Context: an optimization exercise on an open-source flow, tuned for small area and a short achievable clock period. The choices shown serve that exercise and are no tape-out recipe.
At most, simulation tests tie the RTL to the original design; equivalence was not proved.

==> run H <==
## rs37_decoder
module rs37_decoder (
    input  wire         clk,
    input  wire         rst,
    input  wire         in_valid,
    input  wire [295:0] in_word,
    input  wire [2:0]   in_poison,
    output reg          out_valid,
    output reg  [255:0] out_data,
    output reg  [1:0]   out_result,
    output reg  [7:0]   out_sym_a,
    output reg  [7:0]   out_sym_b
);
    function [7:0] gf_mul;
        input [7:0] a;
        input [7:0] b;
        reg   [7:0] p;
        reg   [7:0] t;
        integer     i;
        begin
            p = 8'd0;
            t = a;
            for (i = 0; i < 8; i = i + 1) begin
                if (b[i])
                    p = p ^ t;
                t = {t[6:0], 1'b0} ^ (t[7] ? 8'h1D : 8'h00);
            end
            gf_mul = p;
        end
    endfunction
    function [7:0] gf_sq;
        input [7:0] a;
        begin
            gf_sq[0] = a[0] ^ a[4] ^ a[6] ^ a[7];
            gf_sq[1] = a[7];
            gf_sq[2] = a[1] ^ a[4] ^ a[5] ^ a[6];
            gf_sq[3] = a[4] ^ a[6];
            gf_sq[4] = a[2] ^ a[4] ^ a[5] ^ a[7];
            gf_sq[5] = a[5];
            gf_sq[6] = a[3] ^ a[5] ^ a[6];
            gf_sq[7] = a[6];
        end
    endfunction
    function [7:0] qsolve;
        input [7:0] a;
        begin
            qsolve[0] = 1'b0;
            qsolve[1] = a[0] ^ a[2] ^ a[4];
            qsolve[2] = a[0] ^ a[3] ^ a[4] ^ a[6];
            qsolve[3] = a[1] ^ a[2] ^ a[3] ^ a[4];
            qsolve[4] = a[0] ^ a[7];
            qsolve[5] = a[1] ^ a[2] ^ a[3] ^ a[4] ^ a[6];
            qsolve[6] = a[0] ^ a[1] ^ a[2] ^ a[4] ^ a[7];
            qsolve[7] = a[0] ^ a[1] ^ a[2] ^ a[4];
        end
    endfunction
  ...
clock: 25.0 ns
lec_check: 0
cap_margin: 40
core_margin: 2
core_utilization: 50
place_density: 0.65
slew_margin: 50
standard.sh (not shown) runs the stock make flow with config.mk's settings and CLKGATE_MAP_FILE= SYNTH_SCRIPT=/design/flow/synth_recipe.tcl, a recipe that flattens the netlist after the stock synthesis.
==> flow/flow/run.sh <==
#!/bin/bash
# Own flow: the standard layout (standard.sh) with these changes:
#  - synthesis maps the combinational logic with flow/abc.script (area-oriented
#    mapping, then buffering and sizing) instead of ORFS's abc_speed.script;
#    the rest of the synthesis is synth_recipe.tcl unchanged (see synth.tcl);
#  - the port buffers are buf_2 cells (ORFS's buffer_ports otherwise picks the
#    delay cell clkdlybuf4s50_1). Every port still gets its buffer;
#  - the delay cells (clkdlybuf4s*, dlygate*, dlymetal*) are added to the
#    platform's don't-use list, so that the resizer buffers long wires with
#    buf_* cells.
# The ORFS tools write their logs to orfs/logs; make's output is in flow_make.log.
set -euo pipefail
WORK=$(pwd)
export OWN_WORK=$WORK
export OWN_ABC_SCRIPT=$WORK/flow/abc.script
DU=$(make -C "$FLOW_HOME" DESIGN_CONFIG=$WORK/config.mk WORK_HOME=$WORK/orfs print-DONT_USE_CELLS 2> $WORK/flow_dontuse.log | sed -n 's/^DONT_USE_CELLS: //p')
[ -n "$DU" ] || { echo "no DONT_USE_CELLS"; exit 1; }
for c in clkdlybuf4s15_1 clkdlybuf4s15_2 clkdlybuf4s18_1 clkdlybuf4s18_2 clkdlybuf4s25_1 \
         clkdlybuf4s25_2 clkdlybuf4s50_1 clkdlybuf4s50_2 dlygate4sd1_1 dlygate4sd2_1 \
         dlygate4sd3_1 dlymetal6s2s_1 dlymetal6s4s_1 dlymetal6s6s_1; do
  DU="$DU sky130_fd_sc_hd__$c"
done
bash standard.sh SYNTH_SCRIPT=$WORK/flow/synth.tcl "DONT_USE_CELLS=$DU" \
  "BUFFER_PORTS_ARGS=-buffer_cell sky130_fd_sc_hd__buf_2" finish > $WORK/flow_make.log 2>&1
==> flow/flow/abc.script <==
strash
dch
map -a
topo
stime -c
buffer -c
upsize -c
dnsize -c
==> flow/flow/synth.tcl <==
# The standard synthesis (synth_recipe.tcl, unchanged), with one difference: abc maps the
# combinational logic with flow/abc.script (area-oriented mapping, then buffering and sizing)
# instead of ORFS's abc_speed.script. Flip-flops are mapped by dfflibmap as before.
proc abc {args} {
  set i [lsearch -exact $args -script]
  if {$i >= 0} { lset args [expr {$i + 1}] $::env(OWN_ABC_SCRIPT) }
  yosys abc {*}$args
}
source $::env(OWN_WORK)/synth_recipe.tcl
==> run M (differences from run H) <==
--- a/flow/design.v
+++ b/flow/design.v
@@ -1857,24 +1857,30 @@
     assign syn[39] = sx1733;
     wire [7:0] s0 = syn[7:0];
     wire [7:0] s1 = syn[15:8];
     wire [7:0] s2 = syn[23:16];
     wire [7:0] s3 = syn[31:24];
     wire [7:0] s4 = syn[39:32];
-    wire nz = syn != 40'd0;
+    wire nz = s0 != 8'd0 || s1 != 8'd0 || s2 != 8'd0 || s3 != 8'd0 || s4 != 8'd0;
     wire [255:0] d = w1[255:0];
     wire m = m1;
+    wire [7:0] det = gf_mul(s0, s2) ^ gf_sq(s1);
+    wire [7:0] n1 = gf_mul(s0, s3) ^ gf_mul(s1, s2);
+    wire [7:0] n2 = gf_sq(s2) ^ gf_mul(s1, s3);
     reg v2;
     reg [7:0] s0_r2;
     reg [7:0] s1_r2;
     reg [7:0] s2_r2;
     reg [7:0] s3_r2;
     reg [7:0] s4_r2;
     reg nz_r2;
     reg [255:0] d_r2;
     reg m_r2;
+    reg [7:0] det_r2;
+    reg [7:0] n1_r2;
+    reg [7:0] n2_r2;
     always @(posedge clk) begin
         if (rst)
             v2 <= 1'b0;
         else
             v2 <= v1;
         s0_r2 <= s0;
@@ -1882,128 +1888,89 @@
         s2_r2 <= s2;
         s3_r2 <= s3;
         s4_r2 <= s4;
         nz_r2 <= nz;
         d_r2 <= d;
         m_r2 <= m;
-    end
-    wire [7:0] det = gf_mul(s0_r2, s2_r2) ^ gf_sq(s1_r2);
-    wire [7:0] n1 = gf_mul(s0_r2, s3_r2) ^ gf_mul(s1_r2, s2_r2);
-    wire [7:0] n2 = gf_sq(s2_r2) ^ gf_mul(s1_r2, s3_r2);
-    wire two = det != 8'd0;
-    wire [7:0] a_c = two ? det : s0_r2;
-    wire [7:0] b_c = two ? n2 : s2_r2;
-    wire [7:0] lsel = two ? n1 : s1_r2;
+        det_r2 <= det;
+        n1_r2 <= n1;
+        n2_r2 <= n2;
+    end
+    wire two = det_r2 != 8'd0;
+    wire [7:0] a_c = two ? det_r2 : s0_r2;
+    wire [7:0] b_c = two ? n2_r2 : s2_r2;
+    wire [7:0] lsel = two ? n1_r2 : s1_r2;
+    wire kz = (gf_mul(a_c, s4_r2) ^ gf_mul(n1_r2, s3_r2) ^ gf_mul(b_c, s2_r2)) == 8'd0;
+    wire n1z = n1_r2 == 8'd0;
     wire [7:0] inva = gf_inv(a_c);
-    wire [7:0] invn = gf_inv(n1);
-    wire [7:0] n2d = gf_mul(n2, det);
-    wire [7:0] s1d = gf_mul(s1_r2, det);
+    wire [7:0] invn = gf_inv(n1_r2);
+    wire [7:0] n2d = gf_mul(n2_r2, det_r2);
+    wire [7:0] s1d = gf_mul(s1_r2, det_r2);
+    wire [7:0] l1 = gf_mul(lsel, inva);
+    wire [7:0] cq = gf_mul(n2d, gf_sq(invn));
+    wire [7:0] q = two ? gf_mul(s1d, invn) : s0_r2;
+    wire [7:0] z = two ? qsolve(cq) : 8'h01;
+    wire en1 = nz_r2 & ~m_r2 & kz & (two ? ~cq[5] : n1z);
+    wire en2 = nz_r2 & ~m_r2 & kz & two & ~cq[5];
     reg v3;
     reg [7:0] s0_r3;
-    reg [7:0] s2_r3;
-    reg [7:0] s3_r3;
-    reg [7:0] s4_r3;
     reg nz_r3;
     reg [255:0] d_r3;
     reg m_r3;
-    reg [7:0] n1_r3;
     reg two_r3;
-    reg [7:0] a_c_r3;
-    reg [7:0] b_c_r3;
-    reg [7:0] lsel_r3;
-    reg [7:0] inva_r3;
-    reg [7:0] invn_r3;
-    reg [7:0] n2d_r3;
-    reg [7:0] s1d_r3;
+    reg [7:0] l1_r3;
+    reg [7:0] q_r3;
+    reg [7:0] z_r3;
+    reg en1_r3;
+    reg en2_r3;
     always @(posedge clk) begin
         if (rst)
             v3 <= 1'b0;
         else
             v3 <= v2;
         s0_r3 <= s0_r2;
-        s2_r3 <= s2_r2;
-        s3_r3 <= s3_r2;
-        s4_r3 <= s4_r2;
         nz_r3 <= nz_r2;
         d_r3 <= d_r2;
         m_r3 <= m_r2;
-        n1_r3 <= n1;
         two_r3 <= two;
-        a_c_r3 <= a_c;
-        b_c_r3 <= b_c;
-        lsel_r3 <= lsel;
-        inva_r3 <= inva;
-        invn_r3 <= invn;
-        n2d_r3 <= n2d;
-        s1d_r3 <= s1d;
-    end
-    wire kz = (gf_mul(a_c_r3, s4_r3) ^ gf_mul(n1_r3, s3_r3) ^ gf_mul(b_c_r3, s2_r3)) == 8'd0;
-    wire n1z = n1_r3 == 8'd0;
-    wire [7:0] l1 = gf_mul(lsel_r3, inva_r3);
-    wire [7:0] cq = gf_mul(n2d_r3, gf_sq(invn_r3));
-    wire [7:0] q = two_r3 ? gf_mul(s1d_r3, invn_r3) : s0_r3;
-    wire [7:0] z = two_r3 ? qsolve(cq) : 8'h01;
-    wire en1 = nz_r3 & ~m_r3 & kz & (two_r3 ? ~cq[5] : n1z);
-    wire en2 = nz_r3 & ~m_r3 & kz & two_r3 & ~cq[5];
-    wire [7:0] x1 = gf_mul(l1, z);
-    wire [7:0] x2 = x1 ^ l1;
-    wire [7:0] y1 = q ^ gf_mul(s0_r3, z ^ 8'h01);
+        l1_r3 <= l1;
+        q_r3 <= q;
+        z_r3 <= z;
+        en1_r3 <= en1;
+        en2_r3 <= en2;
+    end
+    wire [7:0] x1 = gf_mul(l1_r3, z_r3);
+    wire [7:0] x2 = x1 ^ l1_r3;
+    wire [7:0] y1 = q_r3 ^ gf_mul(s0_r3, z_r3 ^ 8'h01);
     wire [7:0] y2 = y1 ^ s0_r3;
-    reg v4;
-    reg nz_r4;
-    reg [255:0] d_r4;
-    reg m_r4;
-    reg two_r4;
-    reg en1_r4;
-    reg en2_r4;
-    reg [7:0] x1_r4;
-    reg [7:0] x2_r4;
-    reg [7:0] y1_r4;
-    reg [7:0] y2_r4;
-    always @(posedge clk) begin
-        if (rst)
-            v4 <= 1'b0;
-        else
-            v4 <= v3;
-        nz_r4 <= nz_r3;
-        d_r4 <= d_r3;
-        m_r4 <= m_r3;
-        two_r4 <= two_r3;
-        en1_r4 <= en1;
-        en2_r4 <= en2;
-        x1_r4 <= x1;
-        x2_r4 <= x2;
-        y1_r4 <= y1;
-        y2_r4 <= y2;
-    end
     reg [36:0] hit1, hit2;
     integer k;
     always @(*) begin
         for (k = 0; k < 37; k = k + 1) begin
-            hit1[k] = x1_r4 == ALOC[8*k +: 8];
-            hit2[k] = x2_r4 == ALOC[8*k +: 8];
+            hit1[k] = x1 == ALOC[8*k +: 8];
+            hit2[k] = x2 == ALOC[8*k +: 8];
         end
     end
-    wire ok  = (|hit1) & (en1_r4 & ~two_r4 | en2_r4 & (|hit2));
-    wire ok2 = ok & two_r4;
-    wire [5:0] i1  = loc_idx(x1_r4);
-    wire [5:0] i2  = loc_idx(x2_r4);
+    wire ok  = (|hit1) & (en1_r3 & ~two_r3 | en2_r3 & (|hit2));
+    wire ok2 = ok & two_r3;
+    wire [5:0] i1  = loc_idx(x1);
+    wire [5:0] i2  = loc_idx(x2);
     wire       swp = i2 < i1;
     wire [5:0] pa  = ok  ? ((ok2 & swp) ? i2 : i1) : 6'd63;
     wire [5:0] pb  = ok2 ? (swp ? i1 : i2) : 6'd63;
     reg [255:0] data_c;
     integer b;
     always @(*) begin
         for (b = 0; b < 256; b = b + 1)
-            data_c[b] = d_r4[b] ^ (ok & hit1[b/8] & y1_r4[b%8]) ^ (ok2 & hit2[b/8] & y2_r4[b%8]);
+            data_c[b] = d_r3[b] ^ (ok & hit1[b/8] & y1[b%8]) ^ (ok2 & hit2[b/8] & y2[b%8]);
     end
     always @(posedge clk) begin
         if (rst)
             out_valid <= 1'b0;
         else
-            out_valid <= v4;
+            out_valid <= v3;
         out_data   <= data_c;
-        out_result <= m_r4 ? 2'd3 : (!nz_r4 ? 2'd0 : (ok ? 2'd1 : 2'd2));
+        out_result <= m_r3 ? 2'd3 : (!nz_r3 ? 2'd0 : (ok ? 2'd1 : 2'd2));
         out_sym_a  <= {{2{&pa}}, pa};
         out_sym_b  <= {{2{&pb}}, pb};
     end
 endmodule
==> flow/flow/run.sh (replaced) <==
#!/bin/bash
# Own flow: the standard layout (standard.sh) with these changes:
#  - synthesis maps the combinational logic with flow/abc.script (area-oriented
#    mapping) instead of ORFS's abc_speed.script;
#    the rest of the synthesis is synth_recipe.tcl unchanged (see synth.tcl);
#  - the port buffers are buf_2 cells (ORFS's buffer_ports otherwise picks the
#    delay cell clkdlybuf4s50_1). Every port still gets its buffer;
#  - the delay cells (clkdlybuf4s*, dlygate*, dlymetal*) are added to the
#    platform's don't-use list, so that the resizer buffers long wires with
#    buf_* cells;
#  - timing repair (repair_timing, as in the standard flow) is asked for a
#    setup slack margin of OWN_SETUP_MARGIN ns against the design's
#    constraints, which are unchanged.
# The ORFS tools write their logs to orfs/logs; make's output is in flow_make.log.
set -euo pipefail
WORK=$(pwd)
export OWN_WORK=$WORK
export OWN_ABC_SCRIPT=$WORK/flow/abc.script
DU=$(make -C "$FLOW_HOME" DESIGN_CONFIG=$WORK/config.mk WORK_HOME=$WORK/orfs print-DONT_USE_CELLS 2> $WORK/flow_dontuse.log | sed -n 's/^DONT_USE_CELLS: //p')
[ -n "$DU" ] || { echo "no DONT_USE_CELLS"; exit 1; }
for c in clkdlybuf4s15_1 clkdlybuf4s15_2 clkdlybuf4s18_1 clkdlybuf4s18_2 clkdlybuf4s25_1 \
         clkdlybuf4s25_2 clkdlybuf4s50_1 clkdlybuf4s50_2 dlygate4sd1_1 dlygate4sd2_1 \
         dlygate4sd3_1 dlymetal6s2s_1 dlymetal6s4s_1 dlymetal6s6s_1; do
  DU="$DU sky130_fd_sc_hd__$c"
done
bash standard.sh SYNTH_SCRIPT=$WORK/flow/synth.tcl "DONT_USE_CELLS=$DU" \
  "BUFFER_PORTS_ARGS=-buffer_cell sky130_fd_sc_hd__buf_2" \
  SETUP_SLACK_MARGIN=${OWN_SETUP_MARGIN:-19} finish > $WORK/flow_make.log 2>&1
==> flow/flow/abc.script (replaced) <==
strash
dch
map -a
==> flow/flow/synth.tcl (replaced) <==
# The standard synthesis (synth_recipe.tcl, unchanged), with one difference: abc maps the
# combinational logic with flow/abc.script (area-oriented mapping)
# instead of ORFS's abc_speed.script. Flip-flops are mapped by dfflibmap as before.
proc abc {args} {
  set i [lsearch -exact $args -script]
  if {$i >= 0} { lset args [expr {$i + 1}] $::env(OWN_ABC_SCRIPT) }
  yosys abc {*}$args
}
source $::env(OWN_WORK)/synth_recipe.tcl
CAP_MARGIN = 20   (was 40)
SLEW_MARGIN = 20   (was 50)
==> comparison <==
Against run H, the flip-flop and latch count of run M is lower by 332.
In clock skew, run H and run M hardly differ.
In run H the maximum frequency is lower than in run M, by 12%.
Against run H, the final cell count of run M is lower by about 3.7%.
Design area: run H is higher than run M (about 5%).
Between run H and run M, the lower global-route usage is in run H (gap 1.9 points).
In run M the worst setup slack is better than in run H, by 0.86 ns.
Between run H and run M, the lower sequential share of layout area is in run M (gap 5.5 points).
Against run H, the die area of run M is smaller by 10%.
==> figures <==
| metric | run H | run M |
|---|---|---|
| Area after DPL | 83200 um^2 | 75100 um^2 |
| Area share of the largest cell type after synthesis | 0.396 | 0.345 |
| DIE WIDTH | 396 um | 375 um |
| Termination of the worst setup path | inva_r3[6] | out_data[24] |
| Min Hold Slack | 0.266 ns | 0.301 ns |
| Reg-to-reg endpoint | inva_r3[6] | n1_r2[5] |
| Initial antenna violation count | 72 | 50 |
| Post-synthesis adder-cell area fraction | 0.00861 | 0.00795 |
| Sequential-to-total area share from yosys stat | 0.396 | 0.345 |
| Final estimated routing congestion in global placement | 1.18 | 1.22 |
| Bufs w/o clock | 739 | 812 |
| Result of the run | complete, no violations | complete, no violations |
| Multi-Input Combinational | 6539 | 6648 |
| Minimum setup slack among reg-to-reg paths | 17.75 ns | 18.82 ns |
| Met2 Routed Length | 161000 um | 151000 um |
| Area of all sequential standard cells | 30500 um^2 | 24300 um^2 |
| Max Freq | 0.138 GHz | 0.156 GHz |
No functional check of the RTL was part of run H.

what the ideal ports hide:
No port has a modelled driver above. Below, the same layouts with a new extraction and two added sets of constraints.
Step 1 sets driving cells, clkbuf_16 on the clock port and buf_2 on the other inputs (assumed; they add their load-dependent delay and slew).
Step 2 adds t to the input delays and takes it off the output delays; t is the mean of the earliest and latest rising clock arrival at the registers after step 1. Input paths then give back, and output paths get back, about the clock's delay inside the block.
a / b / c = no drivers / after step 1 / after step 2; a / b = the first two.
run | t, ns | setup slack, ns | latest minus earliest clock arrival (ns)
run H | 0.919 | 17.747 / 17.747 / 17.747 | 0.087 / 0.087
run M | 0.855 | 18.604 / 18.518 / 18.824 | 0.073 / 0.073
After both steps setup and hold are still met in every run listed.
